Source: an optimization exercise on an open RTL-to-GDS flow (aim: small area, a short achievable clock period and few clock cycles per item). Production flows keep margins and buffers that such runs may drop. Function was checked by simulation only, so behaviour that the tests miss may differ from the original.

Design tmu_stats, start of the top module:
module tmu_stats (
    input  wire         clk,
    input  wire         rst,
    input  wire         in_valid,
    output reg          in_ready,
    input  wire [47:0]  in_count,
    input  wire [95:0]  in_sum,
    input  wire [127:0] in_sumsq,
    output reg          out_valid,
    output wire [63:0]  out_mean,
    output wire [63:0]  out_stddev
);
    localparam C = 11;               
    reg  [3:0] ph;                   
    wire       last = (ph == C - 1);  
    reg          m_v, m_sgn;
    reg  [32:0]  m_n;
    reg  [99:0]  m_q;
    reg  [63:0]  m_u;
    reg  [66:0]  m_cs, m_cc;
    reg  [9:0]   m_ls, m_lc;
    reg  [14:0]  m_cq, m_cu;         
    wire         in_sgn = in_sum[95];
    wire [63:0]  in_u   = in_sum[63:0] ^ {64{in_sgn}};
    function [14:0] booth5;
        input [10:0] w;
        input        inv;            
        integer k;
        reg [2:0] b;
        begin
            for (k = 0; k < 5; k = k + 1) begin
                b = w[2*k +: 3];
                booth5[3*k +: 3] = {b[1] ^ b[0], (b == 3'b100) | (b == 3'b011), b[2] ^ inv};
            end
        end
    endfunction
    wire [10:0]  m_wq = last ? {in_sumsq[9:0], 1'b0} : m_q[19:9];
    reg  [10:0]  m_wu;               
    always @(*) begin
        case (ph)
        4'd0:    m_wu = m_u[19:9];
        4'd1:    m_wu = m_u[29:19];
        4'd2:    m_wu = m_u[39:29];
        4'd3:    m_wu = m_u[49:39];
        4'd4:    m_wu = m_u[59:49];
        4'd5:    m_wu = {6'd0, m_u[63:59]};
        4'd10:   m_wu = {in_u[9:0], 1'b0};
        default: m_wu = 11'd0;
        endcase
    end
  ...
Settings: LEC_CHECK=0, ABC_CLOCK_PERIOD_IN_PS=3000, CAP_MARGIN=30, CORE_MARGIN=2, CORE_UTILIZATION=40, SLEW_MARGIN=30; clock period 10.0 ns.
standard.sh (not shown) runs the stock make flow with config.mk's settings and CLKGATE_MAP_FILE= SYNTH_SCRIPT=/design/flow/synth_recipe.tcl, a recipe that flattens the netlist after the stock synthesis.
==> flow/flow/run.sh <==
#!/bin/bash
# Standard synthesis, then the standard layout with a larger setup margin
# for repair_timing (the SDC is unchanged).
set -euo pipefail
bash standard.sh synth > synth.log 2>&1
bash standard.sh SETUP_SLACK_MARGIN=5.6 finish > layout.log 2>&1
Testbench counts at the start, summed over its fixed seeds: cycles 26,856, items 2,400.
Then changed:
==> flow/flow/run.sh (replaced) <==
#!/bin/bash
# Standard synthesis, then the standard layout with a larger setup margin
# for repair_timing (the SDC is unchanged).
set -euo pipefail
bash standard.sh synth > synth.log 2>&1
bash standard.sh SETUP_SLACK_MARGIN=5.4 finish > layout.log 2>&1
Result: Area after synthesis is unchanged. Setup slack is worse by 0.19 ns. Sequential share of layout area increases by 0.69 points. Synthesized cell count stays the same. Die area is unchanged.
Then changed:
==> flow/flow/run.sh (replaced) <==
#!/bin/bash
# Standard synthesis, then the standard layout with a larger setup margin
# for repair_timing (the SDC is unchanged).
set -euo pipefail
bash standard.sh synth > synth.log 2>&1
bash standard.sh SETUP_SLACK_MARGIN=5.2 finish > layout.log 2>&1
The new run produced a clean layout.
Register-to-register slack degrades by 0.17 ns.
Cell count barely changes.
Synthesized cell count does not change.
Design area came out lower slightly.
Then changed:
==> flow/flow/run.sh (replaced) <==
#!/bin/bash
# Standard synthesis, then the standard layout with a larger setup margin
# for repair_timing (the SDC is unchanged).
set -euo pipefail
bash standard.sh synth > synth.log 2>&1
bash standard.sh SETUP_SLACK_MARGIN=5.8 finish > layout.log 2>&1
What happened: Worst hold slack is worse by 0.0096 ns. Area after synthesis does not change. First-iteration DRC count is higher by about a fifth. Global-route usage is higher by 1.2 points. Clock-buffer cell count is lower by 22. Clock skew is lower by 0.012 ns.

* * *

tmu_stats, a different RTL version from the one above (not shown whole).
Size: about 410 I/O pins, about 54000 µm² of cells after synthesis.
==> flow/config.mk <==
export PLATFORM = sky130hd
export DESIGN_NAME = tmu_stats
export DESIGN_NICKNAME = tmu_stats
export VERILOG_FILES = /design/flow/design.v
export SDC_FILE = /design/flow/constraint.sdc
export NUM_CORES = 4
export LEC_CHECK = 0
export ABC_CLOCK_PERIOD_IN_PS = 3000
export CAP_MARGIN = 20
export CORE_MARGIN = 2
export CORE_UTILIZATION = 40
export SLEW_MARGIN = 20
==> flow/constraint.sdc <==
create_clock -name core_clock -period 10.0 [get_ports {clk}]
set_input_delay 2.0000 -clock core_clock [delete_from_list [all_inputs] [get_ports {clk}]]
set_output_delay 2.0000 -clock core_clock [all_outputs]
set_load 0.01 [all_outputs]
==> flow/flow/run.sh <==
#!/bin/bash
# Standard synthesis, then the standard layout with a larger setup margin
# for repair_timing (the SDC is unchanged).
set -euo pipefail
bash standard.sh synth > synth.log 2>&1
bash standard.sh SETUP_SLACK_MARGIN=6.5 finish > layout.log 2>&1
Testbench counts at the start, summed over its fixed seeds: cycles 173,704, items 2,400.
==> next run, changes <==
==> flow/run.sh (new file) <==
#!/bin/bash
# synth_recipe.tcl (not shown) runs the flow's synth.tcl, then flattens the netlist and writes it again
# the make line also repeats each setting of config.mk as NAME=value (left out here)
make -C /OpenROAD-flow-scripts/flow DESIGN_CONFIG=/design/flow/config.mk WORK_HOME=/design/flow/orfs CLKGATE_MAP_FILE= SYNTH_SCRIPT=/design/flow/synth_recipe.tcl finish
- SETUP_SLACK_MARGIN: not set -> 5
removed: flow/flow/run.sh
removed: flow/standard.sh
After rerunning:
- cell count decreases by a few percent
- worst setup slack gets worse by 0.082 ns
- hold slack is worse by 0.012 ns
- non-clock buffer count fell by 201
- maximum frequency is lower slightly
- utilization drops by 4.2 points

[re-timing with driven ports]
How much do the figures lean on ideal ports? The routed layouts below were timed once more, with nothing changed but the port constraints.
Step 1 (the two cells are an assumption about what drives the block):
set clk [get_ports {clk}]
set_driving_cell -lib_cell sky130_fd_sc_hd__clkbuf_16 $clk
set_driving_cell -lib_cell sky130_fd_sc_hd__buf_2 [delete_from_list [all_inputs] $clk]
Step 2 also shifts input and output timing later by t, the mid clock arrival at the registers, as if the neighbouring blocks saw the same clock.
Slacks: no drivers / after step 1 / after step 2; pairs: no drivers / after step 1.
| run | t (ns) | setup WS [ns] | slew at the worst register clock pin (ns) | worst slew at a driven data input, ns |
|---|---|---|---|---|
| the first run of note 1 | 0.984 | 5.610 / 5.610 / 5.610 | 0.07 / 0.07 | 0.13 |
| the second run of note 1 | 0.981 | 5.424 / 5.424 / 5.424 | 0.07 / 0.07 | 0.12 |
| the third run of note 1 | 0.983 | 5.258 / 5.258 / 5.258 | 0.08 / 0.08 | 0.12 |
| the fourth run of note 1 | 0.996 | 5.554 / 5.554 / 5.554 | 0.07 / 0.07 | 0.10 |
| the first run of note 2 | 0.786 | 5.212 / 5.212 / 5.212 | 0.07 / 0.07 | 0.05 |
| the second run of note 2 | 0.786 | 5.130 / 5.130 / 5.130 | 0.07 / 0.07 | 0.05 |
After both steps every run listed still meets setup and hold.
